Source: an optimization exercise on an open RTL-to-GDS flow (aim: small area and a short achievable clock period). Production flows keep margins and buffers that such runs may drop.
Only simulation tests tie the RTL to the original design; equivalence was not proved.
Power figures rest on the tool's default switching activity, not on a simulated workload.

## lane 1
## row_ecc
module row_ecc (
    input  wire        clk,
    input  wire        in_valid,
    input  wire [71:0] word,        
    input  wire        eraen,       
    input  wire [6:0]  ecol,        
    input  wire        wr,          
    input  wire [63:0] wdata,       
    input  wire [63:0] wmask,       
    output reg         out_valid,
    output reg  [71:0] rword,       
    output wire        ue,          
    output wire        upset,       
    output wire [1:0]  ncorr,       
    output wire [6:0]  ccol,        
    output reg         ecbad,       
    output wire [71:0] wword        
);
    function [7:0] h;
        input [6:0] j;
        begin
            case (j)
                7'd0:  h = 8'h07; 7'd1:  h = 8'h0B; 7'd2:  h = 8'h0D; 7'd3:  h = 8'h0E;
                7'd4:  h = 8'h13; 7'd5:  h = 8'h15; 7'd6:  h = 8'h16; 7'd7:  h = 8'h19;
                7'd8:  h = 8'h1A; 7'd9:  h = 8'h1C; 7'd10: h = 8'h23; 7'd11: h = 8'h25;
                7'd12: h = 8'h26; 7'd13: h = 8'h29; 7'd14: h = 8'h2A; 7'd15: h = 8'h2C;
                7'd16: h = 8'h31; 7'd17: h = 8'h32; 7'd18: h = 8'h34; 7'd19: h = 8'h38;
                7'd20: h = 8'h43; 7'd21: h = 8'h45; 7'd22: h = 8'h46; 7'd23: h = 8'h49;
  ...
For scale: about 1300 cells after synthesis, roughly 370 I/O pins, about 0.012 mm^2 of cells after synthesis.
clock: 14.0 ns
lec_check: 0
cap_margin: 20
core_margin: 2
core_utilization: 30
slew_margin: 20
tns_end_percent: 0
standard.sh (not shown) runs the stock make flow with config.mk's settings and CLKGATE_MAP_FILE= SYNTH_SCRIPT=/design/flow/synth_recipe.tcl, a recipe that flattens the netlist after the stock synthesis.
==> flow/flow/run.sh <==
#!/bin/bash
set -o pipefail
export BUFFER_PORTS_ARGS="-buffer_cell sky130_fd_sc_hd__buf_1"
export SETUP_SLACK_MARGIN=6.5
bash standard.sh > standard.log 2>&1
Lane 1: all stages complete, timing, DRC and antenna checks passed
> inputs changed (lane 1 -> lane 2)
==> flow/flow/run.sh <==
#!/bin/bash
set -o pipefail
export BUFFER_PORTS_ARGS="-buffer_cell sky130_fd_sc_hd__buf_1"
export SETUP_SLACK_MARGIN=7
bash standard.sh > standard.log 2>&1
Notes after the runs:
- Diff lane 1 -> lane 2: power per standard cell area has decreased; global-route usage went up; sequential power now sits at about the same level; post-route worst hold slack neither gained nor lost much; total power dropped 0.44%.
- A worst setup path endpoint of mpart_q[48] is what lane 1 shows, while idx_q[2] belongs to lane 2.
Input-level comparison between lane 3 and lane 2:
==> flow/flow/run.sh <==
#!/bin/bash
set -o pipefail
export BUFFER_PORTS_ARGS="-buffer_cell sky130_fd_sc_hd__buf_1"
export SETUP_SLACK_MARGIN=8
bash standard.sh > standard.log 2>&1
Lane 3 against lane 2: global-route usage over all layers rose 0.22 points, relative area of non-clock buffer cells in the final design rose 3.2 points.
In lane 3 the fmax turned out 1.2% higher than in lane 2.
Relative to lane 2, the first-pass GRT wire length of lane 3 is higher by 0.46%.
Final cell count ends up lower on lane 2.
Lane 3 against lane 2; final routed wirelength across all metal layers is up by a few percent.
For lane 3, the critical-path cell with the highest stage delay was nor4_4, unlike lane 2, where it was or4_4.
Input-level comparison between lane 4 and lane 3:
Settings: swapping 20 for 0 in CAP_MARGIN; swapping 20 for 0 in SLEW_MARGIN; putting CTS_BUF_LIST at sky130_fd_sc_hd__clkbuf_4 sky130_fd_sc_hd__clkbuf_8 where nothing was set.
==> flow/flow/run.sh <==
#!/bin/bash
set -o pipefail
export BUFFER_PORTS_ARGS="-buffer_cell sky130_fd_sc_hd__buf_1"
export SETUP_SLACK_MARGIN=7
bash standard.sh > standard.log 2>&1
--- outcome ---
Lane 4 gives less power density normalized to cell area than lane 3 did.
Compare lane 3 and lane 4 | maximum frequency lower: lane 3
Worst setup slack on lane 4 is ahead of lane 3.
Re area overhead of the layout relative to synthesis: lane 3 and lane 4 aren't equal, and the lower value belongs to lane 4.
On wire length after detailed routing, the higher figure sits with lane 3, not lane 4.

[afterwards: timing with drivers on the ports]
The flow's constraints put no driver on any port. The routed layouts listed below were extracted and timed again, unchanged, in two steps. Step 1: set_driving_cell puts a clkbuf_16 on clk and a buf_2 on each other input, an assumption about the parent block. Step 2 times the ports against the registers' clock, not the clock port: input delays grow and output delays shrink by t, the midpoint of the rising clock arrivals with the driver on. Three values: ideal, step 1, step 2; two values: the first two.
run	t (ns)	setup WS [ns]	hold slack, ns	worst register clock-pin slew, ns
lane 1	0.501	6.463 / 6.464 / 5.963	2.449 / 2.436 / 2.937	0.07 / 0.07
lane 2	0.500	6.738 / 6.730 / 6.230	2.451 / 2.441 / 2.941	0.07 / 0.07
lane 3	0.503	6.827 / 6.864 / 6.361	2.459 / 2.425 / 2.928	0.08 / 0.08
lane 4	0.530	6.858 / 6.851 / 6.321	2.411 / 2.401 / 2.930	0.10 / 0.10
After both steps setup and hold are still met in every run listed. For lane 4, which loses most, drivers alone change the setup slack by -0.007 ns; drivers and shift together by -0.537 ns.
